Context: an optimization exercise on an open-source flow, tuned for small area, a short achievable clock period and few clock cycles. The choices shown serve that exercise and are no tape-out recipe.
Where RTL was checked, it was by simulation tests only, not by an equivalence proof against the original.
No functional check of the RTL was part of runs 1 and 2.
Power figures rest on the tool's default switching activity, not on a simulated workload.

--- flow/config.mk ---
export PLATFORM = sky130hd
export DESIGN_NAME = pvc_decoder
export DESIGN_NICKNAME = pvc_decoder
export VERILOG_FILES = /design/flow/design.v
export SDC_FILE = /design/flow/constraint.sdc
export NUM_CORES = 4
export LEC_CHECK = 0
export ABC_AREA = 1
export CAP_MARGIN = 20
export CORE_MARGIN = 2
export CORE_UTILIZATION = 60
export CTS_BUF_LIST = sky130_fd_sc_hd__clkbuf_8
export SLEW_MARGIN = 20
export SYNTH_HIERARCHICAL = 1
export TNS_END_PERCENT = 5
--- flow/design.v ---
module pvc_sel #(parameter W = 1) (
    input  wire         s,
    input  wire [W-1:0] a,       
    input  wire [W-1:0] b,       
    output wire [W-1:0] y
);
    assign y = s ? a : b;
endmodule
module pvc_decoder (
    input  wire        clk,
    input  wire        rst,
    input  wire        s_valid,
    output wire        s_ready,
    input  wire [19:0] s_last,
    input  wire [19:0] s_desc,
    input  wire        s_eob,
    input  wire [13:0] s_bits,
    input  wire        b_valid,
    output wire        b_ready,
    input  wire [19:0] b_data,
    output reg         r_valid,
    output reg  [19:0] r_value,
    output reg         v_valid,
    output reg         v_ok,
    output wire [13:0] v_used
);
    reg        dfull;           
    reg [2:0]  dmode;
    reg [3:0]  dq;
    reg        disd;            
    reg [4:0]  dw1;             
    reg [5:0]  dkb;             
    reg [19:0] dlast;
    reg        deob;
    reg        dfirst;          
    reg        nfirst;          
    reg        gd, gn;          
    reg        sr;              
    reg [13:0] brem;
    reg [2:0]  ib;
    reg        past;            
    reg        drain;           
    reg [19:0] s0, s1, s2;
    reg [2:0]  v;
    reg [4:0]  p;               
    reg [19:0] ph;              
    reg        vvalid;
    reg [19:0] vy;              
    reg [19:0] vlast;
    reg [3:0]  vsh;             
    reg        vadd;            
    reg        vkeep;           
    reg        veob;
    reg [4:0]  vw;
    reg        vok;
    reg        vfirst;
    reg [13:0] acc;
    assign s_ready = sr;
    assign b_ready = !v[2];
    assign v_used  = acc;
    wire take   = s_valid && sr;
    wire arrive = b_valid && !v[2];
    wire g      = disd ? gd : gn;
    wire dec    = dfull && g;
    wire [59:0] win = {ib[2] ? s2 : 20'd0, ib[1] ? s1 : 20'd0, ib[0] ? s0 : 20'd0};
    wire [38:0] xa = p[4] ? {12'd0, win[42:16]} : win[38:0];
    wire [30:0] xb = p[3] ? xa[38:8] : xa[30:0];
    wire [26:0] xc = p[2] ? xb[30:4] : xb[26:0];
    wire [24:0] xd = p[1] ? xc[26:2] : xc[24:0];
    wire [23:0] x  = p[0] ? xd[24:1] : xd[23:0];
    wire       isp = (dmode == 3'd3) || (dmode == 3'd4);    
    wire [22:0] wl = {s1[2:0] & {3{ib[1]}}, s0};
    wire [3:0]  L;
    genvar gx, gj;
    generate for (gx = 0; gx < 4; gx = gx + 1) begin : g_l
        wire [19:0] t;
        for (gj = 0; gj < 20; gj = gj + 1) begin : g_j
            assign t[gj] = ph[gj] & wl[gj + gx];
        end
        assign L[gx] = ib[0] & (|t);
    end endgenerate
    wire       P = L[0];
    wire       isp0 = (dmode == 3'd3) || (dmode == 3'd4);
    wire [4:0] w1 = dw1;
    wire [4:0] w0 = isp0 ? 5'd1 : dw1;
    wire [4:0] w = disd ? ((L == 4'd0) ? 5'd24 : {1'b0, L} + 5'd4) : (P ? w1 : w0);
    function [7:0] stepv(input [5:0] ss);
        reg [5:0] t;
        begin
            if (ss >= 6'd40)      begin t = ss - 6'd40; stepv = {2'd2, t[4:0], t[4:0] >= 5'd17}; end
            else if (ss >= 6'd20) begin t = ss - 6'd20; stepv = {2'd1, t[4:0], t[4:0] >= 5'd17}; end
            else                                        stepv = {2'd0, ss[4:0], ss[4:0] >= 5'd17};
        end
    endfunction
    wire [7:0] stx  = {2'd1, p, p >= 5'd17};
    wire [7:0] sti  = (p == 5'd19) ? 8'b01_00000_0 : {2'd0, p + 5'd1, p >= 5'd16};
    wire [7:0] stdb = {sti[7:6] + 2'd1, sti[5:0]};
    wire [5:0] swa  = {1'b0, p} + {1'b0, dw1};
    wire [5:0] swb  = {1'b0, p} + dkb;
    wire [7:0] stw  = (dw1 == 5'd21 && p == 5'd19) ? 8'b10_00000_0 :
                      swb[5] ? {2'd1, swb[4:0], swb[4:0] >= 5'd17} : {2'd0, swa[4:0], swa[4:0] >= 5'd17};
    reg  [7:0] st1, st0;
    always @* begin
        case (dmode)
            3'd0:    begin st1 = stx;  st0 = stx; end
            3'd2:    begin st1 = stw;  st0 = stw; end
            3'd3:    begin st1 = stdb; st0 = sti; end
            default: begin st1 = stw;  st0 = sti; end
        endcase
    end
    wire [4:0] u    = p + 5'd4;                               
    wire [7:0] st24 = p[4] ? {2'd2, 1'b0, p[3:0], 1'b0} : {2'd1, u, p >= 5'd13};
    wire [4:0] ub = {~p[4], p[3:0]};
    wire [3:0] ug = u[3:0] & L, ut = u[3:0] ^ L;
    wire [3:0] bg = p[3:0] & L, bt = p[3:0] ^ L;
    wire ua1 = ug[0];
    wire ua2 = ug[1] | ut[1] & ug[0];
    wire ua3 = ug[2] | ut[2] & ug[1] | ut[2] & ut[1] & ug[0];
    wire ua4 = ug[3] | ut[3] & ug[2] | ut[3] & ut[2] & ug[1] | ut[3] & ut[2] & ut[1] & ug[0];
    wire ba1 = bg[0];
    wire ba2 = bg[1] | bt[1] & bg[0];
    wire ba3 = bg[2] | bt[2] & bg[1] | bt[2] & bt[1] & bg[0];
    wire ba4 = bg[3] | bt[3] & bg[2] | bt[3] & bt[2] & bg[1] | bt[3] & bt[2] & bt[1] & bg[0];
    wire [4:0] sa = {u[4] ^ ua4, ut ^ {ua3, ua2, ua1, 1'b0}};        
    wire [4:0] sb = {ub[4] ^ ba4, bt ^ {ba3, ba2, ba1, 1'b0}};       
    wire ge20 = p[4] | ba4;                                           
    wire [7:0] std = (L == 4'd0) ? st24 :
                     ge20 ? {2'd1, sb, sb >= 5'd17} : {2'd0, sa, sa >= 5'd17};
    wire [7:0] st  = disd ? std : (P ? st1 : st0);
    wire [1:0] A   = st[7:6];
    wire [4:0] pw  = st[5:1];
    wire       phi = st[0];
    wire        bhi = |brem[13:6];
    wire [6:0]  tb  = {1'b0, brem[5:0]} - {2'b0, p};    
    function gt_w(input [4:0] ww);                        
        gt_w = !bhi && ($signed(tb) < $signed({2'b0, ww}));
    endfunction
    function eq_w(input [4:0] ww);                        
        eq_w = !bhi && (tb == {2'b0, ww});
    endfunction
    wire [15:0] gtd, eqd;
    generate for (gx = 0; gx < 16; gx = gx + 1) begin : g_cmp
        assign gtd[gx] = gt_w(gx == 0 ? 5'd24 : 5'(gx + 4));
        assign eqd[gx] = eq_w(gx == 0 ? 5'd24 : 5'(gx + 4));
    end endgenerate
    wire s_gt = disd ? gtd[L] : P ? gt_w(w1) : gt_w(w0);
    wire s_eq = disd ? eqd[L] : P ? eq_w(w1) : eq_w(w0);
    wire [14:0] dmask;
    generate for (gx = 0; gx < 15; gx = gx + 1) begin : g_mask
        assign dmask[gx] = (L > gx);
    end endgenerate
    wire [15:0] dsx  = {x[18:4], 1'b0};
    wire        dsgn = dsx[L];
    wire [19:0] dext = {{5{dsgn}}, (x[18:4] & dmask) | ({15{dsgn}} & ~dmask)};
    wire [19:0] y    = disd ? ((L == 4'd0) ? x[23:4] : dext) : (isp ? x[20:1] : x[19:0]);
    reg [4:0] w1_in;
    always @* begin
        case (s_desc[19:17])
            3'd0:    w1_in = 5'd20;
            3'd2:    w1_in = 5'd20 - {1'b0, s_desc[15:12]};
            3'd3:    w1_in = 5'd21;
            default: w1_in = 5'd21 - {1'b0, s_desc[15:12]};
        endcase
    end
    wire ib3 = bhi || (brem[5:0] > 6'd60);
    wire ib4 = |brem[13:7] || (brem[6:0] > 7'd80);
    wire [4:0] ibx = {ib4, ib3, ib};
    wire [1:0] nib = ib[2] ? 2'd3 : ib[1] ? 2'd2 : ib[0] ? 2'd1 : 2'd0;
    wire [1:0] deo = ib[1] ? 2'd2 : ib[0] ? 2'd1 : 2'd0;     
    reg [1:0] d;
    always @* begin
        d = 2'd0;
        if (drain)
            d = (v[0] && ib[0]) ? 2'd1 : 2'd0;
        else if (dec)
            d = deob ? deo : (A != 2'd0 && ib[0]) ? ((A == 2'd2 && ib[1]) ? 2'd2 : 2'd1) : 2'd0;
    end
    wire [2:0] v_sh  = (d == 2'd0) ? v : (d == 2'd1) ? {1'b0, v[2:1]} : {2'b00, v[2]};
    wire [2:0] v_nxt;
    pvc_sel #(3) u_v (.s(arrive), .a({v_sh[1:0], 1'b1}), .b(v_sh), .y(v_nxt));
    wire ctx = sr && nfirst;
    wire [13:0] bsub = (d == 2'd0) ? brem :
                       (d == 2'd1) ? (ib[1] ? brem - 14'd20 : 14'd0) :
                                     (ib[2] ? brem - 14'd40 : 14'd0);
    wire [2:0] ibsub = (d == 2'd0) ? ib : (d == 2'd1) ? ibx[3:1] : ibx[4:2];
    wire [2:0] ibnew = {s_bits > 14'd40, s_bits > 14'd20, s_bits != 14'd0};
    wire drain_nxt = dec ? (deob && ib[2]) : (drain && (d == 2'd1 ? ib[1] : ib[0]));
    wire [4:0] p_nxt = dec ? (deob ? 5'd0 : pw) : p;
    wire [19:0] ph_nxt = 20'd1 << p_nxt;
    wire dfull_nxt = take || (dfull && !dec);
    wire deob_nxt  = sr ? s_eob : deob;
    wire [2:0] vs0 = v_sh;
    wire [2:0] vs1 = (d == 2'd0) ? {v[1:0], 1'b1} : (d == 2'd1) ? {1'b0, v[1], 1'b1} : 3'b001;
    wire [1:0] nva   = v[2] ? 2'd3 : v[1] ? 2'd2 : v[0] ? 2'd1 : 2'd0;
    wire       allk0 = !ibx[{1'b0, nva}];
    wire       allk1 = !ibx[{1'b0, nva} + 3'd1];
    function [1:0] gnext(input [2:0] vn, input allk);    
        reg alls;
        begin
            alls = !ctx && allk;
            if (drain_nxt)
                gnext = 2'b00;
            else if (dec && deob)                         
                gnext = {vn[1], vn[1]};
            else if (dec)
                gnext = {allk || vn[2] || (vn[1] && !phi), allk || vn[1]};
            else
                gnext = {alls || vn[2] || (vn[1] && p < 5'd17), alls || vn[1]};
        end
    endfunction
    wire [1:0] g0 = gnext(vs0, allk0);
    wire [1:0] g1 = gnext(vs1, allk1);
    wire [1:0] g_nxt;
    pvc_sel #(2) u_g (.s(arrive), .a(g1), .b(g0), .y(g_nxt));
    wire gd_nxt = g_nxt[1];
    wire gn_nxt = g_nxt[0];
    wire [2:0] gib  = ctx ? 3'b111 : ibsub;
    wire isd_new    = (s_desc[19:17] == 3'd1);
    wire g_new, g_old;
    pvc_sel u_gnew (.s(isd_new), .a(gd_nxt), .b(gn_nxt), .y(g_new));
    pvc_sel u_gold (.s(disd),    .a(gd_nxt), .b(gn_nxt), .y(g_old));
    wire dstay  = dfull && !dec;
    wire sr_t1  = !drain_nxt && !(s_eob && gib[2]) && g_new;
    wire sr_t0  = !drain_nxt && !(dstay && deob && gib[2]) && (!dstay || g_old);
    wire sr_nxt;
    pvc_sel u_sr (.s(take), .a(sr_t1), .b(sr_t0), .y(sr_nxt));
    wire [19:0] z = vy << vsh;
    wire [19:0] r = vadd ? vlast + vy : vkeep ? vlast : z;
    always @(posedge clk) begin
        if (rst) begin
            dfull   <= 1'b0;
            nfirst  <= 1'b1;
            gd      <= 1'b0;
            gn      <= 1'b0;
            sr      <= 1'b1;
            v       <= 3'd0;
            p       <= 5'd0;
            ph      <= 20'd1;
            drain   <= 1'b0;
            vvalid  <= 1'b0;
            r_valid <= 1'b0;
            v_valid <= 1'b0;
        end else begin
            dfull   <= dfull_nxt;
            gd      <= gd_nxt;
            gn      <= gn_nxt;
            sr      <= sr_nxt;
            v       <= v_nxt;
            p       <= p_nxt;
            ph      <= ph_nxt;
            drain   <= drain_nxt;
            if (take)
                nfirst <= s_eob;
            vvalid  <= dec;
            r_valid <= vvalid;
            v_valid <= vvalid && veob;
        end
        if (sr) begin
            dmode  <= s_desc[19:17];
            disd   <= (s_desc[19:17] == 3'd1);
            dw1    <= w1_in;
            dkb    <= {1'b0, w1_in} + 6'd12;
            dq     <= s_desc[15:12];
            dlast  <= s_last;
            deob   <= s_eob;
            dfirst <= nfirst;
        end
        brem <= ctx ? s_bits : bsub;
        ib   <= ctx ? ibnew : ibsub;
        if (ctx)
            past <= 1'b0;
        else if (dec)
            past <= past || s_gt;
        case (d)
            2'd0: begin
                if (!v[0]) s0 <= b_data;
                if (!v[1]) s1 <= b_data;
                if (!v[2]) s2 <= b_data;
            end
            2'd1: begin
                s0 <= v[1] ? s1 : b_data;
                s1 <= v[2] ? s2 : b_data;
                s2 <= b_data;
            end
            default: begin
                s0 <= v[2] ? s2 : b_data;
                s1 <= b_data;
                s2 <= b_data;
            end
        endcase
        vy     <= y;
        vlast  <= dlast;
        vsh    <= (dmode == 3'd2 || dmode == 3'd4) ? dq : 4'd0;
        vadd   <= disd && (L != 4'd0);
        vkeep  <= isp && !P;
        veob   <= deob;
        vw     <= w;
        vok    <= !past && s_eq;
        vfirst <= dfirst;
        r_value <= r;
        v_ok    <= vok;
        if (vvalid)
            acc <= (vfirst ? 14'd0 : acc) + {9'd0, vw};
    end
endmodule
--- flow/standard.sh ---
#!/bin/bash
# synth_recipe.tcl (not shown) runs the flow's synth.tcl, then flattens the netlist and writes it again
# the make line also repeats each setting of config.mk as NAME=value (left out here)
make -C /OpenROAD-flow-scripts/flow DESIGN_CONFIG=/design/flow/config.mk WORK_HOME=/design/flow/orfs CLKGATE_MAP_FILE= SYNTH_SCRIPT=/design/flow/synth_recipe.tcl "${@:-finish}"
--- flow/flow/run.sh ---
#!/bin/bash
set -euo pipefail
export SETUP_SLACK_MARGIN=8
bash standard.sh > standard_flow.log 2>&1
--- flow/constraint.sdc ---
create_clock -name core_clock -period 12.0 [get_ports {clk}]
set_input_delay 2.4000 -clock core_clock [delete_from_list [all_inputs] [get_ports {clk}]]
set_output_delay 2.4000 -clock core_clock [all_outputs]
set_load 0.01 [all_outputs]
==> impl_metrics.toml, run 1 <==
[layout]
drive_gt1_share_pct = 8.75
fillCellCount = 2407
num-nets-final = 2762
multi_input_area_sq_mm = 0.0101
diodes = 0
syn_to_final_growth_pct = 16.9
seq_area_sq_mm = 0.00576

[logic_synthesis]
synth_commonest_cells = "nand2_1 (704), o21ai_0 (245), nor2_1 (241)"
synth_cell_types = 62
synthCells = 2500
synth_largest_area_cell = "dfxtp_1"
synth_top_area_share_pct = 18.2
synth.most_common_cell = "nand2_1"
ys.flop_type = "dfxtp_1"
synth_area_sq_mm = 0.0169
synthesis.nets = 2655
async_reset_ff_share_pct = 0
synth.area.top_cells = "dfxtp_1 (18%), edfxtp_1 (16%), nand2_1 (16%)"
ys_seq_elements = 243
synth-edff-count = 89
yosysSeqAreaShare_pct = 34.0
yosysWarnings = 7
avgSynthCellArea_sq_um = 6.78

[placement]
place_ws_ps = 6220
gp_congestion = 0.971
port_buffers = 104
hpwl_um = 38900

[sta]
final.min_clock_period_ps = 4190
tightest_slew_ps = 1040
fin_setup_tns_ps = 0
clock-skew-final_ps = 29.9
hold_viol = 0
clock.fmax_mhz = 238
period_share_pct = 34.9
holdWs_ps = 342
setup_slack_ps = 7810
drv_slew = 0
slew-limit-headroom_pct = 30.4
setup_viol = 0
rsz0062_at_grt = "yes"

[grt]
grt_max_degree = 55
grt_pass1_vias = 16300
grt_antenna_before_repair = 1
grt_pass1_wl_um = 85200
overflow = 0
grtUsageTotal_pct = 36.6

[floorplanning]
die-area_sq_mm = 0.0296
ios = 118
start_util_pct = 61.0
num_rows = 61
fp.coreArea_sq_mm = 0.0278
die_height_um = 172
fp.dieW_um = 172

[route]
wire_per_inst_um = 18.3
drt_pre_antenna_iters = 6
postRouteAntennaNets = 0
drc = 0
drt_iter0_drc = 1788
vias = 17900
viasPerCell = 5.94
drt-total-wl_um = 55100

[clock_network]
clock_sinks = 243
cts_tree = "yes"
cts_root_buf = "clkbuf_8"
cts_buffer_depth = 3
numCtsBuffers = 41
hold_buffers = 0
clk_latency_ps = 570
cts_htree_levels = 2
cts.reportedPaths.clkPinSlew_ps = 60

[worst_setup_path]
critPathLaunchType = "register"
critical-path-max-stage-delay_ps = 480
startpoint = "s0[14]"
slowest_stage = "edfxtp_1"
critPathMostFrequentCell = "nand2_1"
required_ps = 12430
reg2reg_from = "s0[14]"
path_max_fanout = 5
timing.setup.critical_path_class = "reg -> reg"
cp-end-kind = "register"
cp.arrival_ps = 4620

[power_and_ir_drop]
vdd_drop_max_mv = 0.0994
power_leakage_nw = 8.91
powerDensity_mw_per_mm2 = 173

[min_path]
min-delay-start = "dlast[14]"
hold_path.class = "reg -> reg"

[job]
drv_cap = 0

[outcome]
outcome = "complete, no violations"
final timing paths:
path	slack [ps]	cells past startpoint	to
setup reg to reg	7810	30	sr
setup / recovery	7810	30	sr
hold reg to reg	340	0	vlast[14]
hold / removal	340	0	vlast[14]
routing by layer:
metal | part of all wire, % | wire, um | track usage (%)
met1 | 39 | 21600 | 45.5
met2 | 46 | 25400 | 60.6
met3 | 8.9 | 4930 | 6.59
met4 | 5.7 | 3170 | 19.5
met5 | 0.027 | 15 | 0
power breakdown:
group | switching (mW) | total (mW) | internal [mW]
clock network | 0.351 | 0.804 | 0.453
logic | 0.910 | 1.45 | 0.538
registers | 0.146 | 1.16 | 1.02
total | 1.41 | 3.42 | 2.01
sequential cells by signal, indices dropped and copies added (netlist names), 3 cells and up:
register,flops
p,5
vsh,4
dlast,20
vw,5
s0,20
dw1,5
vlast,20
v,3
acc,14
brem,14
dmode,3
s1,20
dkb,4
vy,20
r_value,20
ib,3
ph,20
dq,4
s2,20
cells in the final DEF, fill, tap and decap left out, types with 7 or more instances in the layout:
master           count
nand2_1            690
inv_1              244
o21ai_0            243
nor2_1             237
dfxtp_1            152
nand3_1            145
a21oi_1            130
clkdlybuf4s50_1    103
edfxtp_1            89
ha_1                65
buf_4               54
clkbuf_8            48
o22ai_1             38
xor2_1              31
o211ai_1            31
nand4_1             30
o21ai_1             22
nor3_1              16
xnor2_1             14
a31oi_1             14
o31ai_1             14
nand2_2             13
or2_2               12
a211oi_1            11
o211ai_2            10
o221ai_1            10
a22oi_1              9
inv_2                8
clkinv_1             8
nand2_4              8
nor2_2               7
nand3_2              7
mux2i_1              7
clkinv_2             7
cell families after synthesis:
logic type	after synthesis	synth area share [%]
adder cells (fa/ha/maj)	76	5.84
AND/OR/NAND/NOR	1191	29.1
flip-flops	243	34.0
XOR/XNOR	45	2.33
other	1	0.0221
AO/OA/AOI/OAI	576	19.8
multiplexers	7	0.414
buffers and inverters	361	8.46
critical path: cells and delay by family (launching register included):
kind | cells | cell delay [ps]
flip-flops | 1 | 480
adder cells (fa/ha/maj) | 2 | 470
AND/OR/NAND/NOR | 18 | 1750
buffers and inverters | 4 | 590
AO/OA/AOI/OAI | 6 | 760
stage by stage:
| step | area [sq um] | power, mW | util, % | std cells |
|---|---|---|---|---|
| 4_1_cts | 19600 | 3.37 | 70.6 | 3004 |
| 2_1_floorplan | 17000 | 2.07 | - | 2500 |
| 5_1_grt | 19800 | 3.62 | 71.3 | 3017 |
| 6_report | 19800 | 3.42 | 71.3 | 3017 |
| 3_5_place_dp | 18200 | 2.50 | 65.3 | 2891 |
| 3_3_place_gp | 18200 | 2.47 | 65.3 | 2891 |
what timing repair did:
action | 4_1_cts | 5_1_grt
buffers inserted | 32 | 13
endpoints found under the hold margin | 0 | 0
cloned | 6 | 0
pin swaps | 21 | 19
setup endpoints to repair | 141 | 100
resized for setup | 51 | 20
area by class of cell:
class                      instances  share of cell area [%]
sequential                       243                    29.1
timing repair buffer             167                    8.18
inverter                         254                    4.97
multi-input combinational       1900                    50.9
clock buffer                      48                    3.34
tap                              378                    2.39
clock inverter                    27                    1.14
modules after synthesis, one instance, submodules excluded, excerpt:
| module | copies in the design | area, sq um | cells |
|---|---|---|---|
| pvc_decoder | 1 | 16800 | 2471 |
| pvc_sel | 3 | 15.0 | 4 |
==> run 2: changes to the inputs <==
--- a/flow/config.mk
+++ b/flow/config.mk
@@ -9,7 +9,5 @@
 export CAP_MARGIN = 20
 export CORE_MARGIN = 2
-export CORE_UTILIZATION = 60
-export CTS_BUF_LIST = sky130_fd_sc_hd__clkbuf_8
+export CORE_UTILIZATION = 40
 export SLEW_MARGIN = 20
 export SYNTH_HIERARCHICAL = 1
-export TNS_END_PERCENT = 5
==> impl_metrics.toml, run 2 <==
[grt]
grtUsageTotal_pct = 25.2
grt_pass1_wl_um = 88100
grt_pass1_vias = 16400
grt_max_degree = 55
overflow = 0
grt_antenna_before_repair = 0

[logic_synthesis]
synth_area_sq_mm = 0.0169
synthesis.nets = 2655
synth_commonest_cells = "nand2_1 (704), o21ai_0 (245), nor2_1 (241)"
synth.most_common_cell = "nand2_1"
synth-edff-count = 89
ys.flop_type = "dfxtp_1"
synth_cell_types = 62
synth_top_area_share_pct = 18.2
async_reset_ff_share_pct = 0
ys_seq_elements = 243
yosysSeqAreaShare_pct = 34.0
avgSynthCellArea_sq_um = 6.78
synthCells = 2500
synth_largest_area_cell = "dfxtp_1"
synth.area.top_cells = "dfxtp_1 (18%), edfxtp_1 (16%), nand2_1 (16%)"
yosysWarnings = 7

[min_path]
hold_path.class = "reg -> reg"

[route]
drc = 0
drt_pre_antenna_iters = 6
postRouteAntennaNets = 0
wire_per_inst_um = 18.0
vias = 17600
viasPerCell = 5.56
drt_iter0_drc = 1622
drt-total-wl_um = 56800

[clock_network]
numCtsBuffers = 27
clk_latency_ps = 560
cts_buffer_depth = 3
cts_root_buf = "clkbuf_16"
clock_sinks = 243
cts_tree = "yes"
cts.reportedPaths.clkPinSlew_ps = 60
cts_htree_levels = 1
hold_buffers = 0

[sta]
fin_setup_tns_ps = 0
period_share_pct = 34.3
slew-limit-headroom_pct = 28.9
drv_slew = 0
rsz0062_at_grt = "yes"
final.min_clock_period_ps = 4120
setup_viol = 0
hold_viol = 0
clock.fmax_mhz = 243
setup_slack_ps = 7880
clock-skew-final_ps = 21.2
tightest_slew_ps = 1060

[worst_setup_path]
slowest_stage = "edfxtp_1"
ff2ff_setup_slack_ps = 7880
crit_path_end = "sr"
reg2reg_from = "s0[17]"
required_ps = 12450
cp-end-kind = "register"
critical-path-max-stage-delay_ps = 540
cp.arrival_ps = 4570
path_max_fanout = 5
timing.setup.critical_path_class = "reg -> reg"
critPathMostFrequentCell = "nand2_1"
r2r-end = "sr"
critPathLaunchType = "register"
startpoint = "s0[17]"
rr_worst_depth = 32

[layout]
multi_input_area_sq_mm = 0.0101
drive_gt1_share_pct = 8.43
syn_to_final_growth_pct = 18.4
fillCellCount = 4228
finalNonFillerCells = 3160
stdcell_area_sq_mm = 0.0201
diodes = 0
num-nets-final = 2756
final_common_cell = "nand2_1"
seq_area_sq_mm = 0.00576
mostFrequentLayoutCells = "nand2_1 (689), o21ai_0 (240), nor2_1 (238)"

[floorplanning]
ios = 118
fp.coreArea_sq_mm = 0.0419
die-area_sq_mm = 0.0440
fp.dieW_um = 210
start_util_pct = 40.5
die_height_um = 210
num_rows = 75

[placement]
port_buffers = 104
place_ws_ps = 6470
place_area_sq_mm = 0.0184
gp_congestion = 0.935
hpwl_um = 40700
place_inst = 3054

[outcome]
outcome = "complete, no violations"

[job]
drv_cap = 0

[power_and_ir_drop]
powerDensity_mw_per_mm2 = 170
report.power.total_mw = 3.41
vdd_drop_max_mv = 0.116
power_leakage_nw = 8.87
## run 2: cells by family after synthesis
logic type | count (synthesis) | synth area share [%]
compound gates | 576 | 19.8
buf+inv | 361 | 8.46
mux | 7 | 0.414
fa+ha+maj | 76 | 5.84
other cells | 1 | 0.0221
xor+xnor | 45 | 2.33
simple gates | 1191 | 29.1
flops | 243 | 34.0
## run 2: final cells by class
| class | count | area share [%] |
|---|---|---|
| Sequential cell | 243 | 28.7 |
| Clock inverter | 7 | 0.218 |
| Inverter | 254 | 5.01 |
| Multi-Input combinational cell | 1903 | 50.4 |
| Tap cell | 539 | 3.36 |
| Timing Repair Buffer | 172 | 8.26 |
| Clock buffer | 42 | 4.05 |
## run 2: Yosys stat by module (local to each module, per instance), excerpt
module | area [sq um] | copies in the design | cells inside
pvc_decoder | 16800 | 1 | 2471
pvc_sel | 15.0 | 3 | 4
## run 2: worst min path at each step
stage              from  endpoint  cells past startpoint
2_1_floorplan       vok      v_ok                      0
3_3_place_gp     dfirst    vfirst                      0
3_5_place_dp   dlast[8]  vlast[8]                      0
4_1_cts        dlast[8]  vlast[8]                      0
5_1_grt        dlast[3]  vlast[3]                      0
6_report       dlast[8]  vlast[8]                      0
## run 2: per-stage QoR
step                util, %  hold slack, ps
global route           47.9             347
finish                 47.9             338
floorplan                 -             310
CTS                    47.7             339
detailed placement     43.9             327
global placement       43.9             325
## run 2: what timing repair did
| action | in CTS | in global routing |
|---|---|---|
| cloned | 7 | 2 |
| endpoints found under the setup margin | 140 | 64 |
| resized for setup | 62 | 13 |
| buffers inserted | 44 | 4 |
| pin swaps | 29 | 6 |
## run 2: per-layer routing
metal	vias up	share of wire [%]	global-route usage [%]
li1	8602	-	-
met1	8164	45	33.9
met2	672	45	41.5
met3	119	6.6	3.61
met4	0	3.1	8.14
met5	-	0	0
## run 2: where the power goes
part / total [mW] / switching [mW] / internal (mW)
sequential: 1.15 / 0.137 / 1.02
clock: 0.801 / 0.336 / 0.465
combinational: 1.45 / 0.908 / 0.543
total: 3.41 / 1.38 / 2.03
## run 2: critical path, delay by kind of cell, from the launching register on
| kind | cells | cell delay [ps] |
|---|---|---|
| AO/OA/AOI/OAI | 4 | 530 |
| adder cells (fa/ha/maj) | 2 | 450 |
| buffers and inverters | 2 | 300 |
| flip-flops | 1 | 540 |
| AND/OR/NAND/NOR | 24 | 2160 |
==> run 3: changes to the inputs <==
--- a/flow/design.v
+++ b/flow/design.v
@@ -133,17 +133,6 @@
     wire        bhi = |brem[13:6];
     wire [6:0]  tb  = {1'b0, brem[5:0]} - {2'b0, p};    
-    function gt_w(input [4:0] ww);                        
-        gt_w = !bhi && ($signed(tb) < $signed({2'b0, ww}));
-    endfunction
-    function eq_w(input [4:0] ww);                        
-        eq_w = !bhi && (tb == {2'b0, ww});
-    endfunction
-    wire [15:0] gtd, eqd;
-    generate for (gx = 0; gx < 16; gx = gx + 1) begin : g_cmp
-        assign gtd[gx] = gt_w(gx == 0 ? 5'd24 : 5'(gx + 4));
-        assign eqd[gx] = eq_w(gx == 0 ? 5'd24 : 5'(gx + 4));
-    end endgenerate
-    wire s_gt = disd ? gtd[L] : P ? gt_w(w1) : gt_w(w0);
-    wire s_eq = disd ? eqd[L] : P ? eq_w(w1) : eq_w(w0);
+    wire s_gt = !bhi && ($signed(tb) < $signed({2'b0, w}));
+    wire s_eq = !bhi && (tb == {2'b0, w});
     wire [14:0] dmask;
     generate for (gx = 0; gx < 15; gx = gx + 1) begin : g_mask
@@ -300,6 +289,5 @@
         r_value <= r;
         v_ok    <= vok;
-        if (vvalid)
-            acc <= (vfirst ? 14'd0 : acc) + {9'd0, vw};
+        acc <= ((vvalid && vfirst) ? 14'd0 : acc) + {9'd0, vw & {5{vvalid}}};
     end
 endmodule
==> impl_metrics.toml, run 3 <==
[outcome]
outcome = "complete, no violations"

[layout]
drive_gt1_share_pct = 9.90
mostFrequentLayoutCells = "nand2_1 (701), inv_1 (227), o21ai_0 (214)"
syn_to_final_growth_pct = 20.6
num-nets-final = 2656
diodes = 0
final_common_cell = "nand2_1"
fillCellCount = 4088

[grt]
grt_antenna_before_repair = 1
grtUsageTotal_pct = 25.4
grt_pass1_wl_um = 84700
grt_pass1_vias = 15400
overflow = 0
grt_max_degree = 46

[min_path]
holdPathStages = 0
hold_path.class = "reg -> reg"

[logic_synthesis]
synth.area.top_cells = "dfxtp_1 (21%), nand2_1 (17%), edfxtp_1 (14%)"
async_reset_ff_share_pct = 0
synth_top_area_share_pct = 20.6
synth_commonest_cells = "nand2_1 (721), inv_1 (234), o21ai_0 (216)"
avgSynthCellArea_sq_um = 6.86
yosysSeqAreaShare_pct = 34.3
synth_area_sq_mm = 0.0164
synth_largest_area_cell = "dfxtp_1"
synth_cell_types = 66
synth.most_common_cell = "nand2_1"
synth-edff-count = 75
ys_seq_elements = 243
synthCells = 2386
ys.flop_type = "dfxtp_1"
synthesis.nets = 2538
yosysWarnings = 7

[sta]
hold_viol = 0
tightest_slew_ps = 963
setup_viol = 0
drv_slew = 0
fin_setup_tns_ps = 0
setup_slack_ps = 7800
slew-limit-headroom_pct = 35.6
final.min_clock_period_ps = 4200
clock-skew-final_ps = 12.4
period_share_pct = 35.0
rsz0062_at_grt = "yes"
clock.fmax_mhz = 238

[worst_setup_path]
r2r-end = "sr"
reg2reg_from = "s0[9]"
cp.arrival_ps = 4700
critical-path-max-stage-delay_ps = 530
rr_worst_depth = 34
cp.buffers_inverters = 3
slowest_stage = "edfxtp_1"
crit_family = "simple AND/OR/NAND/NOR gates"
startpoint = "s0[9]"
critPathLaunchType = "register"
required_ps = 12500
path_max_fanout = 6
crit_path_end = "sr"
critPathMostFrequentCell = "nand2_1"
crit_cells = 34
cp-end-kind = "register"
timing.setup.critical_path_class = "reg -> reg"
ff2ff_setup_slack_ps = 7800

[route]
wire_per_inst_um = 17.9
postRouteAntennaNets = 0
drt-total-wl_um = 54800
viasPerCell = 5.46
drc = 0
drt_pre_antenna_iters = 6
vias = 16700
drt_iter0_drc = 1377

[power_and_ir_drop]
vdd_drop_max_mv = 0.110
report.power.total_mw = 3.49
power_leakage_nw = 8.81
powerDensity_mw_per_mm2 = 177

[floorplanning]
fp.coreArea_sq_mm = 0.0406
ios = 118
die_height_um = 206
die-area_sq_mm = 0.0425
start_util_pct = 40.3
fp.dieW_um = 206
num_rows = 74

[job]
drv_cap = 0

[clock_network]
cts_htree_levels = 1
cts_tree = "yes"
cts_buffer_depth = 3
cts_root_buf = "clkbuf_16"
numCtsBuffers = 28
hold_buffers = 0
cts.reportedPaths.clkPinSlew_ps = 60
clk_latency_ps = 560
clock_sinks = 243

[placement]
port_buffers = 104
place_ws_ps = 5990
hpwl_um = 38300
gp_congestion = 0.931
-- run 3: cell count changes in the layout (fill, tap and decap cells not counted), moves of 12 or more --
| cell | previous run | this run |
|---|---|---|
| dfxtp_1 | 152 | 166 |
| edfxtp_1 | 89 | 75 |
| nand2_1 | 689 | 701 |
| nand3_1 | 144 | 97 |
| nand4_1 | 30 | 17 |
| nor2_1 | 238 | 198 |
| o21ai_0 | 240 | 214 |
| o21ai_1 | 23 | 51 |
-- run 3: worst reg2reg max path, delay by kind of cell (launching register included) --
family                     cells  cell delay, ps
AOI/OAI and AO/OA              6             910
adders and majority gates      2             390
buffers and inverters          3             510
DFF                            1             530
and+or+nand+nor               23            1790
-- run 3: modules after synthesis (local to each module, per instance), excerpt --
| module | times used | area [sq um] | flops+latches |
|---|---|---|---|
| pvc_decoder | 1 | 16200 | 243 |
| pvc_sel | 3 | 15.0 | 0 |
-- run 3: final cells by class --
cell class,count,area (sq um),share of cell area (%)
multi-input cells,1799,9710,49.2
inverters,251,981,4.97
clock inverters,15,161,0.818
well taps,532,666,3.37
clock buffers,37,796,4.03
repair buffers,181,1810,9.15
flip-flops and latches,243,5620,28.5
-- run 3: where the power goes --
group	total, mW	leakage, nW	switching (mW)	internal (mW)
combinational	1.44	6.19	0.877	0.567
clock	0.888	0.462	0.359	0.530
sequential	1.16	2.16	0.134	1.02
-- run 3: logic make-up (layout without fill, tap and decap cells) --
group	count (synthesis)	after routing	synth area share [%]
AO/OA/AOI/OAI	558	559	20.3
XOR/XNOR	48	48	2.57
adder cells (fa/ha/maj)	73	73	5.81
buffers and inverters	352	484	8.90
flip-flops	243	243	34.3
multiplexers	9	9	0.551
other	1	1	0.0229
AND/OR/NAND/NOR	1102	1109	27.5
-- run 3: what timing repair did --
action,4_1_cts,5_1_grt
gates resized for setup,60,40
buffers inserted,39,17
cloned,10,2
pin swaps,22,25
setup endpoints to repair,143,96
-- run 3: worst min-delay path by stage --
stage | to | start
final | v_ok | vok
after global routing | v_ok | vok
after CTS | vlast[0] | dlast[0]
after detailed placement | v_ok | vok
after global placement | v_ok | vok
after floorplan | v_ok | vok
-- run 3: layer usage --
metal / track usage (%) / wire [um] / share of wire (%) / up-vias
li1: - / - / - / 8197
met1: 34.0 / 23900 / 44 / 7703
met2: 41.1 / 24700 / 45 / 654
met3: 4.10 / 3940 / 7.2 / 133
met4: 9.64 / 2230 / 4.1 / 2
met5: 0 / 12 / 0.022 / -
-- run 3: per-stage QoR --
| stage | cell area (sq um) | hold slack [ps] | utilization, % | instances |
|---|---|---|---|---|
| after floorplan | 16400 | 310 | - | 2386 |
| after global placement | 17700 | 313 | 43.8 | 2937 |
| after detailed placement | 17700 | 322 | 43.8 | 2937 |
| after CTS | 19400 | 327 | 47.8 | 3038 |
| after global routing | 19700 | 338 | 48.7 | 3058 |
| final | 19700 | 331 | 48.7 | 3058 |
Testbench counts of run 3, summed over its fixed seeds: cycles 31,734.
==> run 4: changes to the inputs <==
==> flow/flow/run.sh (replaced) <==
#!/bin/bash
set -euo pipefail
export SETUP_SLACK_MARGIN=8.5
bash standard.sh > standard_flow.log 2>&1
==> impl_metrics.toml, run 4 <==
[placement]
hpwl_um = 38100
gp_congestion = 0.928
place_ws_ps = 5530
port_buffers = 104

[clock_network]
cts_tree = "yes"
hold_buffers = 0
cts_htree_levels = 1
clock_sinks = 243
numCtsBuffers = 28
cts_buffer_depth = 3
clk_latency_ps = 570
cts_root_buf = "clkbuf_16"
cts.reportedPaths.clkPinSlew_ps = 60

[floorplanning]
fp.dieW_um = 206
num_rows = 74
fp.coreArea_sq_mm = 0.0406
start_util_pct = 40.3
die-area_sq_mm = 0.0425
die_height_um = 206
ios = 118

[route]
wire_per_inst_um = 18.0
drc = 0
postRouteAntennaNets = 0
drt_pre_antenna_iters = 7
drt_iter0_drc = 1327
vias = 16800
viasPerCell = 5.43
drt-total-wl_um = 55500

[sta]
final.min_clock_period_ps = 4160
clock-skew-final_ps = 11.1
rsz0062_at_grt = "yes"
setup_slack_ps = 7840
tightest_slew_ps = 971
clock.fmax_mhz = 241
fin_setup_tns_ps = 0
setup_viol = 0
hold_viol = 0
slew-limit-headroom_pct = 34.6
drv_slew = 0
period_share_pct = 34.6

[logic_synthesis]
synth_cell_types = 66
yosysWarnings = 7
synthesis.nets = 2538
synthCells = 2386
synth.most_common_cell = "nand2_1"
async_reset_ff_share_pct = 0
synth.area.top_cells = "dfxtp_1 (21%), nand2_1 (17%), edfxtp_1 (14%)"
synth_commonest_cells = "nand2_1 (721), inv_1 (234), o21ai_0 (216)"
synth-edff-count = 75
synth_area_sq_mm = 0.0164
synth_top_area_share_pct = 20.6
synth_largest_area_cell = "dfxtp_1"
ys.flop_type = "dfxtp_1"
ys_seq_elements = 243
yosysSeqAreaShare_pct = 34.3
avgSynthCellArea_sq_um = 6.86

[min_path]
hold_path.class = "reg -> reg"

[grt]
overflow = 0
grtUsageTotal_pct = 25.9
grt_antenna_before_repair = 1
grt_max_degree = 44
grt_pass1_vias = 15700
grt_pass1_wl_um = 86300

[outcome]
outcome = "complete, no violations"

[layout]
syn_to_final_growth_pct = 23.0
final_common_cell = "nand2_1"
fillCellCount = 4064
drive_gt1_share_pct = 13.4
num-nets-final = 2684
mostFrequentLayoutCells = "nand2_1 (702), inv_1 (222), o21ai_0 (207)"
diodes = 0

[power_and_ir_drop]
vdd_drop_max_mv = 0.118
powerDensity_mw_per_mm2 = 173
power_leakage_nw = 9.07

[worst_setup_path]
required_ps = 12520
cp.buffers_inverters = 4
slowest_stage = "edfxtp_1"
cp.arrival_ps = 4680
critPathMostFrequentCell = "nand2_1"
critPathLaunchType = "register"
path_max_fanout = 5
critical-path-max-stage-delay_ps = 480
crit_family = "simple AND/OR/NAND/NOR gates"
cp-end-kind = "register"
timing.setup.critical_path_class = "reg -> reg"

[job]
drv_cap = 0
-- run 4: cell types whose count changed in the layout (fill, tap and decap cells not counted), moves of 5 or more --
cell | previous run | this run
buf_2 | 0 | 34
buf_4 | 61 | 80
buf_6 | 5 | 13
clkdlybuf4s50_1 | 102 | 61
dfxtp_1 | 166 | 159
dfxtp_2 | 2 | 8
inv_1 | 227 | 222
nand2_2 | 16 | 11
o211ai_2 | 20 | 14
o211ai_4 | 0 | 6
o21ai_0 | 214 | 207
-- run 4: final cells by class --
cell class	instances	area, sq um	share of cell area [%]
multi-input combinational	1799	9900	49.2
sequential	243	5630	28.0
timing repair buffer	208	1940	9.64
inverter	251	1040	5.15
clock buffer	44	875	4.35
tap	532	666	3.31
clock inverter	8	73.8	0.367
timing repair inverter	1	8.76	0.0435
-- run 4: power by group --
part / leakage [nW] / switching [mW] / internal, mW
sequential: 2.17 / 0.132 / 1.02
clock: 0.470 / 0.359 / 0.521
combinational: 6.43 / 0.896 / 0.539
total: 9.07 / 1.39 / 2.08
-- run 4: cell families (layout without fill, tap and decap cells) --
family | Yosys count | after routing | synth area share [%]
flip-flops | 243 | 243 | 34.3
AO/OA/AOI/OAI | 558 | 559 | 20.3
AND/OR/NAND/NOR | 1102 | 1109 | 27.5
XOR/XNOR | 48 | 48 | 2.57
adder cells (fa/ha/maj) | 73 | 73 | 5.81
multiplexers | 9 | 9 | 0.551
buffers and inverters | 352 | 512 | 8.90
other | 1 | 1 | 0.0229
-- run 4: path summary, 6_finish.rpt --
check / to / start / cells past startpoint / slack (ps)
min reg2reg: v_ok / vok / 0 / 340
max reg2reg: sr / s0[15] / 32 / 7840
max: sr / s0[15] / 32 / 7840
min: v_ok / vok / 0 / 340
-- run 4: per-stage QoR --
stage / hold slack (ps) / cell area [sq um] / total power [mW] / std cells / utilization [%]
2_1_floorplan: 310 / 16500 / 2.07 / 2386 / -
3_3_place_gp: 320 / 17800 / 2.48 / 2939 / 43.9
3_5_place_dp: 319 / 17800 / 2.50 / 2939 / 43.9
4_1_cts: 341 / 19800 / 3.45 / 3071 / 48.8
5_1_grt: 343 / 20100 / 3.72 / 3086 / 49.6
6_report: 338 / 20100 / 3.47 / 3086 / 49.6
-- run 4: layer usage --
metal,share of wire [%],vias to the layer above,track usage (%)
met5,0.076,-,0
met3,6.2,112,2.78
met4,3.0,2,8.49
li1,-,8270,-
met1,44,7770,35.2
met2,46,608,42.7
-- run 4: modules after synthesis (local to each module, per instance), excerpt --
module,flops+latches,times used
pvc_sel,0,3
pvc_decoder,243,1
-- run 4: timing repair --
action / in CTS / in global routing
gates cloned: 14 / 1
setup endpoints to repair: 196 / 170
pin swaps: 37 / 24
buffers inserted: 66 / 14
gates resized for setup: 284 / 50
==> run 5: changes to the inputs <==
==> flow/flow/run.sh (replaced) <==
#!/bin/bash
set -euo pipefail
export SETUP_SLACK_MARGIN=8
bash standard.sh > standard_flow.log 2>&1
--- a/flow/config.mk
+++ b/flow/config.mk
@@ -10,4 +10,6 @@
 export CORE_MARGIN = 2
 export CORE_UTILIZATION = 40
+export CTS_CLUSTER_SIZE = 24
 export SLEW_MARGIN = 20
 export SYNTH_HIERARCHICAL = 1
+export TNS_END_PERCENT = 5
==> impl_metrics.toml, run 5 <==
[outcome]
outcome = "complete, no violations"

[floorplanning]
ios = 118
fp.coreArea_sq_mm = 0.0406
die_height_um = 206
fp.dieW_um = 206
start_util_pct = 40.3
die-area_sq_mm = 0.0425
num_rows = 74

[logic_synthesis]
synth_cell_types = 66
ys.flop_type = "dfxtp_1"
yosys.area_share.simple_pct = 27.5
synth-edff-count = 75
synth_top_family_by_area = "simple AND/OR/NAND/NOR gates"
synth_area_sq_mm = 0.0164
yosys.area_share.adder_pct = 5.81
synth_commonest_cells = "nand2_1 (721), inv_1 (234), o21ai_0 (216)"
synth_top_area_share_pct = 20.6
synth.area.top_cells = "dfxtp_1 (21%), nand2_1 (17%), edfxtp_1 (14%)"
synth_largest_area_cell = "dfxtp_1"
synthesis.nets = 2538
async_reset_ff_share_pct = 0
synthMuxAreaShare_pct = 0.551
synth_compound_area_share_pct = 20.3
synthCells = 2386
ys_seq_elements = 243
avgSynthCellArea_sq_um = 6.86
yosysSeqAreaShare_pct = 34.3
synth_xor_area_share_pct = 2.57
synth.most_common_cell = "nand2_1"
yosysWarnings = 7

[worst_setup_path]
cp.arrival_ps = 4590
critPathLaunchType = "register"
ff2ff_setup_slack_ps = 7870
slowest_stage = "edfxtp_1"
required_ps = 12470
critPathMostFrequentCell = "nand2_1"
cp-end-kind = "register"
cp.buffers_inverters = 2
path_max_fanout = 7
crit_family = "simple AND/OR/NAND/NOR gates"
timing.setup.critical_path_class = "reg -> reg"
critical-path-max-stage-delay_ps = 360

[sta]
fin_setup_tns_ps = 0
rsz0062_at_grt = "yes"
period_share_pct = 34.4
tightest_slew_ps = 999
setup_viol = 0
hold_viol = 0
clock.fmax_mhz = 242
drv_slew = 0
clock-skew-final_ps = 34.2
final.min_clock_period_ps = 4130
slew-limit-headroom_pct = 32.9

[route]
postRouteAntennaNets = 0
viasPerCell = 5.43
vias = 16600
drt-total-wl_um = 53000
drt_iter0_drc = 1500
drt_pre_antenna_iters = 5
drc = 0
wire_per_inst_um = 17.4

[layout]
diodes = 0
drive_gt1_share_pct = 9.21
num-nets-final = 2648
syn_to_final_growth_pct = 19.3
final_common_cell = "nand2_1"
post-route-util_pct = 48.1
mostFrequentLayoutCells = "nand2_1 (705), inv_1 (227), o21ai_0 (214)"
fillCellCount = 4072
stdcell_area_sq_mm = 0.0195

[job]
drv_cap = 0

[placement]
hpwl_um = 37900
place_area_sq_mm = 0.0177
gp_congestion = 0.929
port_buffers = 104

[clock_network]
clock_sinks = 243
cts_root_buf = "clkbuf_16"
clk_latency_ps = 590
cts_buffer_depth = 3
cts.reportedPaths.clkPinSlew_ps = 60
cts_htree_levels = 1
numCtsBuffers = 29
cts_tree = "yes"

[power_and_ir_drop]
power_leakage_nw = 8.74
powerDensity_mw_per_mm2 = 180
vdd_drop_max_mv = 0.138

[min_path]
hold_path.class = "reg -> reg"

[grt]
grt_antenna_before_repair = 1
grt_pass1_vias = 15300
grt_max_degree = 45
grtUsageTotal_pct = 24.9
grt_pass1_wl_um = 83100
overflow = 0
## run 5: changes by cell type in the layout (fill, tap and decap cells not counted), sizes merged, moves of 2 or more
cell	change
clkbuf	-5
clkinvlp	+2
clkinv	-4
buf	-69
dlygate4sd2	-3
clkdlybuf4s50	+43
bufinv	+2
bufbuf	-3
inv	+5
## run 5: per-stage QoR
step	instances	hold slack [ps]	worst slack, ps	power, mW
2_1_floorplan	2386	310	7620	2.06
3_3_place_gp	2939	311	6220	2.47
3_5_place_dp	2939	317	6200	2.49
4_1_cts	3044	331	7910	3.50
5_1_grt	3051	341	7630	3.75
6_report	3051	327	7870	3.51
## run 5: area by class of cell
| cell class | count | area (sq um) | share of cell area [%] |
|---|---|---|---|
| well taps | 532 | 666 | 3.41 |
| multi-input cells | 1797 | 9560 | 49.0 |
| repair buffers | 174 | 1670 | 8.56 |
| clock inverters | 14 | 168 | 0.859 |
| clock buffers | 40 | 848 | 4.35 |
| flip-flops and latches | 243 | 5620 | 28.8 |
| inverters | 251 | 987 | 5.06 |
## run 5: logic make-up after synthesis
kind of cell,Yosys count
AND/OR/NAND/NOR,1102
buffers and inverters,352
adder cells (fa/ha/maj),73
XOR/XNOR,48
multiplexers,9
flip-flops,243
other,1
AO/OA/AOI/OAI,558
## run 5: metal layers
layer / wire length, um / share of wire [%] / vias up / track usage, %
li1: - / - / 8183 / -
met2: 23800 / 45 / 601 / 39.6
met1: 23700 / 45 / 7652 / 34.5
met5: 13 / 0.025 / - / 0
met3: 3700 / 7.0 / 114 / 3.71
met4: 1750 / 3.3 / 2 / 8.49
## run 5: worst register-to-register path, delay by kind of cell (launching register included)
kind / cells / cell delay [ps]
and+or+nand+nor: 24 / 2200
AOI/OAI and AO/OA: 5 / 730
adders and majority gates: 2 / 420
DFF: 1 / 360
buffers and inverters: 2 / 290
## run 5: per-module statistics from Yosys, one instance, submodules excluded, a selection
module       cells inside  cell area, sq um  flops+latches  copies in the design
pvc_decoder          2357             16200            243                     1
pvc_sel                 4              15.0              0                     3
## run 5: where the power goes
part           switching (mW)  internal (mW)
sequential              0.129           1.02
clock                   0.367          0.561
combinational           0.873          0.555
## run 5: path summary, 6_finish.rpt
path / startpoint / end / cells past startpoint
max: ib[1] / sr / 33
max reg2reg: ib[1] / sr / 33
min reg2reg: vok / v_ok / 0
min: vok / v_ok / 0
## run 5: what timing repair did
action / in CTS / in global routing
hold buffers: 0 / 0
buffers inserted: 44 / 7
pin swaps: 32 / 20
gates resized for setup: 58 / 22
setup endpoints to repair: 144 / 116
cloned: 7 / 0
==> run 6: changes to the inputs <==
--- a/flow/config.mk
+++ b/flow/config.mk
@@ -6,10 +6,8 @@
 export NUM_CORES = 4
 export LEC_CHECK = 0
-export ABC_AREA = 1
+export ABC_AREA = 0
 export CAP_MARGIN = 20
 export CORE_MARGIN = 2
 export CORE_UTILIZATION = 40
-export CTS_CLUSTER_SIZE = 24
 export SLEW_MARGIN = 20
 export SYNTH_HIERARCHICAL = 1
-export TNS_END_PERCENT = 5
==> impl_metrics.toml, run 6 <==
[worst_setup_path]
slowest_stage = "or4_4"
cp-end-kind = "register"
rr_worst_depth = 24
r2r-end = "sr"
reg2reg_from = "s0[15]"
cp_cell_sequence = "buf_6, a222oi_1, nand3_1, or3_4, nand2_4, inv_8, ha_4, buf_4, a21o_1, nor2_1, xnor2_1, nor3b_1, or4_4, nand4_1, a41oi_2, o21a_1, o21ai_2, a31oi_1, mux2_4, mux2_4, o21ai_2, a31oi_1, mux2_4, or2_4"
critPathLaunchType = "register"
ff2ff_setup_slack_ps = 6960
path_max_fanout = 3
critPathMostFrequentCell = "mux2_4"
required_ps = 12470
timing.setup.critical_path_class = "reg -> reg"
critical-path-max-stage-delay_ps = 480
cp.arrival_ps = 5510

[placement]
port_buffers = 104
place_area_sq_mm = 0.0186
place_inst = 2502
hpwl_um = 40200
gp_congestion = 0.942
place_ws_ps = 6190

[floorplanning]
die-area_sq_mm = 0.0447
ios = 118
die_height_um = 212
fp.coreArea_sq_mm = 0.0428
num_rows = 76
fp.dieW_um = 212
start_util_pct = 40.2

[grt]
grt_max_degree = 61
grt_pass1_wl_um = 90200
met3_usage_pct = 5.04
grt_util_met2_pct = 40.9
use_met1_pct = 34.3
grtUsageTotal_pct = 25.6
grt_antenna_before_repair = 1
top_usage_layer = "met2"
grt_pass1_vias = 15500
overflow = 0

[route]
drt_iter0_drc = 1782
viasPerCell = 6.22
vias = 16300
drc = 0
drt-total-wl_um = 58200
drt_pre_antenna_iters = 6
postRouteAntennaNets = 0
wire_per_inst_um = 22.1

[logic_synthesis]
synth-edff-count = 75
synth.most_common_cell = "nand2_1"
async_reset_ff_share_pct = 0
synth_area_sq_mm = 0.0172
synthesis.nets = 2118
ys.flop_type = "dfxtp_1"
synth_cell_types = 102
synth_largest_area_cell = "dfxtp_1"
synthCells = 1966
yosysWarnings = 7
synth_top_area_share_pct = 19.5
avgSynthCellArea_sq_um = 8.76
synth.area.top_cells = "dfxtp_1 (20%), edfxtp_1 (13%), mux2i_1 (6.4%)"
yosysSeqAreaShare_pct = 32.6
ys_seq_elements = 243
synth_commonest_cells = "nand2_1 (188), nor2_1 (181), dfxtp_1 (168)"

[power_and_ir_drop]
vdd_drop_max_mv = 0.139
powerDensity_mw_per_mm2 = 177
report.power.total_mw = 3.64
power_leakage_nw = 7.78

[sta]
clock-skew-final_ps = 24.8
setup_slack_ps = 6960
clock.fmax_mhz = 198
drv_slew = 0
rsz0062_at_grt = "yes"
setup_viol = 0
holdWs_ps = 339
tightest_slew_ps = 1050
hold_viol = 0
fin_setup_tns_ps = 0
final.min_clock_period_ps = 5040
slew-limit-headroom_pct = 29.8
period_share_pct = 42.0

[layout]
mostFrequentLayoutCells = "nand2_1 (182), nor2_1 (178), dfxtp_1 (162)"
drive_gt1_share_pct = 15.0
final_common_cell = "nand2_1"
syn_to_final_growth_pct = 19.4
num-nets-final = 2210
finalNonFillerCells = 2627
post-route-util_pct = 48.1
fillCellCount = 4105
diodes = 0
stdcell_area_sq_mm = 0.0206

[min_path]
holdPathStages = 0
hold_path_end = "vlast[7]"
hold_path.class = "reg -> reg"
min-delay-start = "dlast[7]"

[clock_network]
cts_root_buf = "clkbuf_16"
cts_tree = "yes"
hold_buffers = 0
clk_latency_ps = 580
cts.reportedPaths.clkPinSlew_ps = 60
numCtsBuffers = 29
cts_htree_levels = 1
clock_sinks = 243
cts_buffer_depth = 3

[outcome]
outcome = "complete, no violations"

[job]
drv_cap = 0
-- run 6: cell count changes after synthesis, sizes merged, moves of 38 or more --
cell    delta
o21ai    -160
inv      -171
nand3     -56
a211oi    +38
mux2i    +101
nand2    -538
-- run 6: area by class of cell --
cell class	count	area [sq um]	share of cell area, %
repair buffers	188	1730	8.41
clock inverters	20	246	1.20
flip-flops and latches	243	5630	27.4
inverters	75	307	1.49
well taps	546	683	3.32
clock buffers	34	754	3.67
multi-input cells	1521	11200	54.6
-- run 6: how the worst max path moves through the flow --
stage                 end  slack (ps)    from  cells past startpoint
floorplan              sr        7320   ib[1]                     27
global placement    s0[5]        6210  s0[11]                     16
detailed placement  s0[5]        6190  s0[11]                     16
CTS                    sr        6940  s0[15]                     22
global route           sr        6730  s0[15]                     24
finish                 sr        6960  s0[15]                     24
-- run 6: kinds of logic (layout without fill, tap and decap cells) --
group / count (synthesis) / after routing / synth area share, %
DFF: 243 / 243 / 32.6
buffers and inverters: 208 / 317 / 5.27
AOI/OAI and AO/OA: 599 / 603 / 25.0
xor gates and xnor gates: 50 / 50 / 2.54
other: 1 / 1 / 0.0218
muxes: 156 / 156 / 11.3
and+or+nand+nor: 636 / 638 / 17.8
adders and majority gates: 73 / 73 / 5.52
-- run 6: power by group --
| part | switching (mW) | internal (mW) |
|---|---|---|
| clock | 0.365 | 0.558 |
| combinational | 0.860 | 0.668 |
| sequential | 0.166 | 1.02 |
-- run 6: timing repair --
action,4_1_cts,5_1_grt
gates resized for setup,71,19
setup buffers,56,8
gates cloned,7,0
setup endpoints to repair,161,154
pin swaps,37,17
-- run 6: layer usage --
layer / vias up / part of all wire (%)
met5: - / 0.014
met4: 2 / 3.4
met3: 137 / 7.9
met2: 711 / 46
met1: 7893 / 43
li1: 7596 / -
-- run 6: worst max-delay path: cells and delay by family (launching register included) --
kind / cells / cell delay (ps)
XOR/XNOR: 1 / 130
adder cells (fa/ha/maj): 1 / 220
buffers and inverters: 3 / 340
AO/OA/AOI/OAI: 8 / 1230
AND/OR/NAND/NOR: 8 / 1760
flip-flops: 1 / 420
multiplexers: 3 / 850
-- run 6: per-module statistics from Yosys (local to each module, per instance), a selection --
| module | flops+latches | copies in the design |
|---|---|---|
| pvc_decoder | 243 | 1 |
| pvc_sel | 0 | 3 |
==> run 7: changes to the inputs <==
--- a/flow/config.mk
+++ b/flow/config.mk
@@ -6,8 +6,9 @@
 export NUM_CORES = 4
 export LEC_CHECK = 0
-export ABC_AREA = 0
-export CAP_MARGIN = 20
+export ABC_AREA = 1
+export CAP_MARGIN = 10
 export CORE_MARGIN = 2
 export CORE_UTILIZATION = 40
-export SLEW_MARGIN = 20
+export CTS_BUF_LIST = sky130_fd_sc_hd__clkbuf_8
+export SLEW_MARGIN = 10
 export SYNTH_HIERARCHICAL = 1
==> impl_metrics.toml, run 7 <==
[outcome]
outcome = "complete, no violations"

[floorplanning]
fp.coreArea_sq_mm = 0.0406
num_rows = 74
fp.dieW_um = 206
ios = 118
start_util_pct = 40.3
die-area_sq_mm = 0.0425
die_height_um = 206

[worst_setup_path]
ff2ff_setup_slack_ps = 7780
critPathLaunchType = "register"
critical-path-max-stage-delay_ps = 470
cp-end-kind = "register"
slowest_stage = "edfxtp_1"
critPathMostFrequentCell = "nand2_1"
timing.setup.critical_path_class = "reg -> reg"
rr_worst_depth = 31
required_ps = 12540
reg2reg_from = "s0[14]"
path_max_fanout = 6
r2r-end = "sr"
cp.arrival_ps = 4760

[logic_synthesis]
synth-edff-count = 75
synth_commonest_cells = "nand2_1 (721), inv_1 (234), o21ai_0 (216)"
synthCells = 2386
synth.area.top_cells = "dfxtp_1 (21%), nand2_1 (17%), edfxtp_1 (14%)"
synth_compound_area_share_pct = 20.3
ys.flop_type = "dfxtp_1"
synth_cell_types = 66
yosysSeqAreaShare_pct = 34.3
async_reset_ff_share_pct = 0
synth_area_sq_mm = 0.0164
synth_top_family_by_area = "simple AND/OR/NAND/NOR gates"
synth.most_common_cell = "nand2_1"
synthesis.nets = 2538
synth_top_area_share_pct = 20.6
yosys.area_share.adder_pct = 5.81
synth_largest_area_cell = "dfxtp_1"
ys_seq_elements = 243
synth_xor_area_share_pct = 2.57
avgSynthCellArea_sq_um = 6.86
yosys.area_share.simple_pct = 27.5
synthMuxAreaShare_pct = 0.551
yosysWarnings = 7

[layout]
syn_to_final_growth_pct = 20.5
multi_input_area_sq_mm = 0.00973
drive_gt1_share_pct = 10.4
fillCellCount = 4116
finalNonFillerCells = 3094
mostFrequentLayoutCells = "nand2_1 (704), inv_1 (243), o21ai_0 (214)"
diodes = 0
final_common_cell = "nand2_1"
seq_area_sq_mm = 0.00562
num-nets-final = 2678

[clock_network]
clk_latency_ps = 620
clock_sinks = 243
cts_buffer_depth = 3
cts_root_buf = "clkbuf_8"
cts_htree_levels = 2
hold_buffers = 0
cts_tree = "yes"
cts.reportedPaths.clkPinSlew_ps = 60
numCtsBuffers = 44

[min_path]
hold_path_end = "v_ok"
min-delay-start = "vok"
holdPathStages = 0
hold_path.class = "reg -> reg"

[power_and_ir_drop]
power_leakage_nw = 8.88
vdd_drop_max_mv = 0.0741
powerDensity_mw_per_mm2 = 171

[grt]
grt_pass1_vias = 15700
grtUsageTotal_pct = 25.8
grt_pass1_wl_um = 85200
grt_max_degree = 45
overflow = 0
grt_antenna_before_repair = 0

[sta]
drv_slew = 0
fin_setup_tns_ps = 0
setup_slack_ps = 7780
final.min_clock_period_ps = 4220
period_share_pct = 35.2
slew-limit-headroom_pct = 19.5
clock-skew-final_ps = 28.5
tightest_slew_ps = 1200
setup_viol = 0
hold_viol = 0
clock.fmax_mhz = 237
rsz0062_at_grt = "yes"

[route]
drt_pre_antenna_iters = 6
drt_iter0_drc = 1462
drc = 0
wire_per_inst_um = 17.9
vias = 16800
postRouteAntennaNets = 0
drt-total-wl_um = 55200
viasPerCell = 5.42

[placement]
place_ws_ps = 5990
hpwl_um = 38300
gp_congestion = 0.931
port_buffers = 104
place_inst = 2937

[job]
drv_cap = 0
run 7: timing repair:
item,4_1_cts,5_1_grt
pin swaps,31,21
cloned,12,1
setup buffers,45,17
gates resized for setup,74,33
endpoints found under the setup margin,144,96
run 7: kinds of logic after synthesis:
logic type               Yosys count
other                              1
AO/OA/AOI/OAI                    558
AND/OR/NAND/NOR                 1102
multiplexers                       9
flip-flops                       243
buffers and inverters            352
XOR/XNOR                          48
adder cells (fa/ha/maj)           73
run 7: worst max path at each step:
stage | startpoint | endpoint | cells after the start
2_1_floorplan | s0[9] | sr | 34
3_3_place_gp | ib[1] | sr | 29
3_5_place_dp | ib[1] | sr | 29
4_1_cts | s0[14] | sr | 32
5_1_grt | s0[14] | sr | 33
6_report | s0[14] | sr | 31
run 7: power by group:
group	internal (mW)	total, mW	switching (mW)	leakage [nW]
clock	0.410	0.770	0.360	0.501
sequential	1.02	1.16	0.134	2.16
combinational	0.568	1.45	0.881	6.22
run 7: per-module statistics from Yosys, one instance, submodules excluded, a selection:
| module | copies in the design | area (sq um) | cells inside | flops+latches |
|---|---|---|---|---|
| pvc_decoder | 1 | 16200 | 2357 | 243 |
| pvc_sel | 3 | 15.0 | 4 | 0 |
run 7: stage by stage:
step	hold slack, ps	cell area [sq um]	total power [mW]	utilization, %
after detailed placement	322	17700	2.50	43.8
final	330	19700	3.38	48.6
after floorplan	310	16400	2.06	-
after global routing	337	19700	3.63	48.6
after CTS	333	19400	3.37	48.0
after global placement	313	17700	2.48	43.8
run 7: per-layer routing:
metal  vias up  GRT usage, %  part of all wire [%]
li1       8244             -                     -
met1      7743          33.7                    44
met2       641          40.4                    45
met3       150          5.55                   7.2
met4         0          12.3                   4.6
met5         -             0                     0
run 7: final cells by class:
cell class | count | share of cell area [%]
clock inverters | 31 | 0.806
repair buffers | 186 | 9.26
multi-input cells | 1799 | 49.4
well taps | 532 | 3.38
inverters | 251 | 5.08
flip-flops and latches | 243 | 28.5
clock buffers | 51 | 3.56
repair inverters | 1 | 0.0254
run 7: worst max-delay path: cells and delay by family (launching register included):
kind / cells / cell delay (ps)
buffers and inverters: 5 / 520
AO/OA/AOI/OAI: 8 / 970
flip-flops: 1 / 470
AND/OR/NAND/NOR: 16 / 1710
adder cells (fa/ha/maj): 2 / 480
==> run 8: changes to the inputs <==
--- a/flow/config.mk
+++ b/flow/config.mk
@@ -7,8 +7,10 @@
 export LEC_CHECK = 0
 export ABC_AREA = 1
-export CAP_MARGIN = 10
+export CAP_MARGIN = 20
 export CORE_MARGIN = 2
 export CORE_UTILIZATION = 40
-export CTS_BUF_LIST = sky130_fd_sc_hd__clkbuf_8
-export SLEW_MARGIN = 10
+export CTS_CLUSTER_DIAMETER = 250
+export CTS_CLUSTER_SIZE = 30
+export SLEW_MARGIN = 20
 export SYNTH_HIERARCHICAL = 1
+export TNS_END_PERCENT = 5
==> impl_metrics.toml, run 8 <==
[sta]
final.min_clock_period_ps = 4120
setup_viol = 0
slew-limit-headroom_pct = 34.9
fin_setup_tns_ps = 0
rsz0062_at_grt = "yes"
drv_slew = 0
clock.fmax_mhz = 243
tightest_slew_ps = 966
clock-skew-final_ps = 56.7
period_share_pct = 34.3
hold_viol = 0

[clock_network]
cts.reportedPaths.clkPinSlew_ps = 120
clk_latency_ps = 530
cts_root_buf = "clkbuf_16"
clock_sinks = 243
hold_buffers = 0
cts_buffer_depth = 3
numCtsBuffers = 12
cts_htree_levels = 1
cts_tree = "yes"

[layout]
num-nets-final = 2639
finalNonFillerCells = 3025
drive_gt1_share_pct = 8.86
mostFrequentLayoutCells = "nand2_1 (705), inv_1 (228), o21ai_0 (210)"
diodes = 0
final_common_cell = "nand2_1"
syn_to_final_growth_pct = 16.7

[min_path]
min-delay-start = "vok"
hold_path.class = "reg -> reg"

[worst_setup_path]
critical-path-max-stage-delay_ps = 550
slowest_stage = "edfxtp_1"
path_max_fanout = 5
reg2reg_from = "s0[17]"
cp.arrival_ps = 4550
required_ps = 12430
cp-end-kind = "register"
critPathMostFrequentCell = "nand2_1"
cp.buffers_inverters = 1
crit_family = "simple AND/OR/NAND/NOR gates"
timing.setup.critical_path_class = "reg -> reg"
critPathLaunchType = "register"
startpoint = "s0[17]"

[logic_synthesis]
synthCells = 2386
synth.area.top_cells = "dfxtp_1 (21%), nand2_1 (17%), edfxtp_1 (14%)"
synth-edff-count = 75
yosysSeqAreaShare_pct = 34.3
yosys.area_share.adder_pct = 5.81
ys_seq_elements = 243
synth_xor_area_share_pct = 2.57
synth_area_sq_mm = 0.0164
synth_largest_area_cell = "dfxtp_1"
synth_top_family_by_area = "simple AND/OR/NAND/NOR gates"
synth_cell_types = 66
async_reset_ff_share_pct = 0
synthMuxAreaShare_pct = 0.551
synth_commonest_cells = "nand2_1 (721), inv_1 (234), o21ai_0 (216)"
yosys.area_share.simple_pct = 27.5
synth.most_common_cell = "nand2_1"
synthesis.nets = 2538
ys.flop_type = "dfxtp_1"
yosysWarnings = 7
avgSynthCellArea_sq_um = 6.86
synth_top_area_share_pct = 20.6
synth_compound_area_share_pct = 20.3

[floorplanning]
ios = 118
num_rows = 74
die_height_um = 206
fp.dieW_um = 206
fp.coreArea_sq_mm = 0.0406
die-area_sq_mm = 0.0425
start_util_pct = 40.3

[route]
viasPerCell = 5.45
postRouteAntennaNets = 0
drc = 0
drt-total-wl_um = 53100
drt_pre_antenna_iters = 6
vias = 16500
wire_per_inst_um = 17.5
drt_iter0_drc = 1402

[grt]
grt_pass1_wl_um = 83400
grt_max_degree = 45
grt_pass1_vias = 15200
overflow = 0
grt_antenna_before_repair = 1
grtUsageTotal_pct = 24.9

[power_and_ir_drop]
powerDensity_mw_per_mm2 = 163
power_leakage_nw = 8.50
report.power.total_mw = 3.10
vdd_drop_max_mv = 0.0982

[placement]
place_inst = 2939
hpwl_um = 37900
port_buffers = 104
gp_congestion = 0.929

[job]
drv_cap = 0

[outcome]
outcome = "complete, no violations"
run 8: cell counts after synthesis:
No cell type changed its count.
run 8: repair_timing:
action,4_1_cts,5_1_grt
pin swaps,33,23
setup buffers,57,1
resized for setup,73,35
hold endpoints to repair,0,0
gates cloned,7,1
setup endpoints to repair,143,119
run 8: kinds of logic (layout without fill, tap and decap cells):
family	count (synthesis)	after routing
AO/OA/AOI/OAI	558	559
XOR/XNOR	48	48
adder cells (fa/ha/maj)	73	73
buffers and inverters	352	452
flip-flops	243	243
multiplexers	9	9
other	1	1
AND/OR/NAND/NOR	1102	1108
run 8: report_power, final:
group	switching, mW	leakage [nW]	total (mW)	internal, mW
clock	0.284	0.179	0.493	0.209
combinational	0.886	6.15	1.46	0.570
sequential	0.131	2.16	1.15	1.02
run 8: metrics by stage:
stage	hold slack [ps]	cell area [sq um]	util, %	setup slack, ps
3_5_place_dp	317	17700	43.7	6200
5_1_grt	353	19100	47.1	7680
3_3_place_gp	311	17700	43.7	6220
2_1_floorplan	310	16400	-	7620
6_report	339	19100	47.1	7880
4_1_cts	344	19000	46.7	7910
run 8: worst paths after layout:
kind           to  slack, ps  cells past startpoint
max            sr       7880                     32
min          v_ok        340                      0
max reg2reg    sr       7880                     32
min reg2reg  v_ok        340                      0
run 8: cell type report:
cell class	count	area (sq um)
Clock buffer	19	348
Clock inverter	1	30.0
Fill cell	4113	21500
Inverter	251	1000
Timing Repair Buffer	181	1730
Multi-Input combinational cell	1798	9690
Tap cell	532	666
Sequential cell	243	5620
run 8: metal layers:
metal	routed length, um	vias up	global-route usage [%]
li1	-	8135	-
met1	23700	7686	34.6
met2	24200	581	40.6
met3	3780	82	3.28
met4	1400	2	6.94
met5	13	-	0
run 8: modules after synthesis (local to each module, per instance), a selection:
module / cells inside / area (sq um) / copies in the design
pvc_decoder: 2357 / 16200 / 1
pvc_sel: 4 / 15.0 / 3

==> static timing again, ports no longer ideal <==
Ports are ideal in the flow. The routed layouts listed here were re-timed in OpenROAD. Step 1: set_driving_cell puts a clkbuf_16 on clk and a buf_2 on each other input, an assumption about the parent block. Step 2, shift: input delay + t, output delay - t, t = (earliest + latest rising clock arrival at the registers) / 2. This alone moves slack from input paths to output paths. a / b / c = ideal / step 1 / step 2; a / b = the first two.
| run | shift t [ns] | setup slack, ns |
|---|---|---|
| run 1 | 0.603 | 7.807 / 7.807 / 7.598 |
| run 2 | 0.612 | 7.884 / 7.884 / 7.606 |
| run 3 | 0.611 | 7.796 / 7.796 / 7.649 |
| run 4 | 0.623 | 7.843 / 7.843 / 7.660 |
| run 5 | 0.625 | 7.873 / 7.873 / 7.597 |
| run 6 | 0.621 | 6.957 / 6.957 / 6.957 |
| run 7 | 0.653 | 7.779 / 7.779 / 7.651 |
| run 8 | 0.560 | 7.885 / 7.885 / 7.646 |
After both steps every run listed still meets setup and hold.
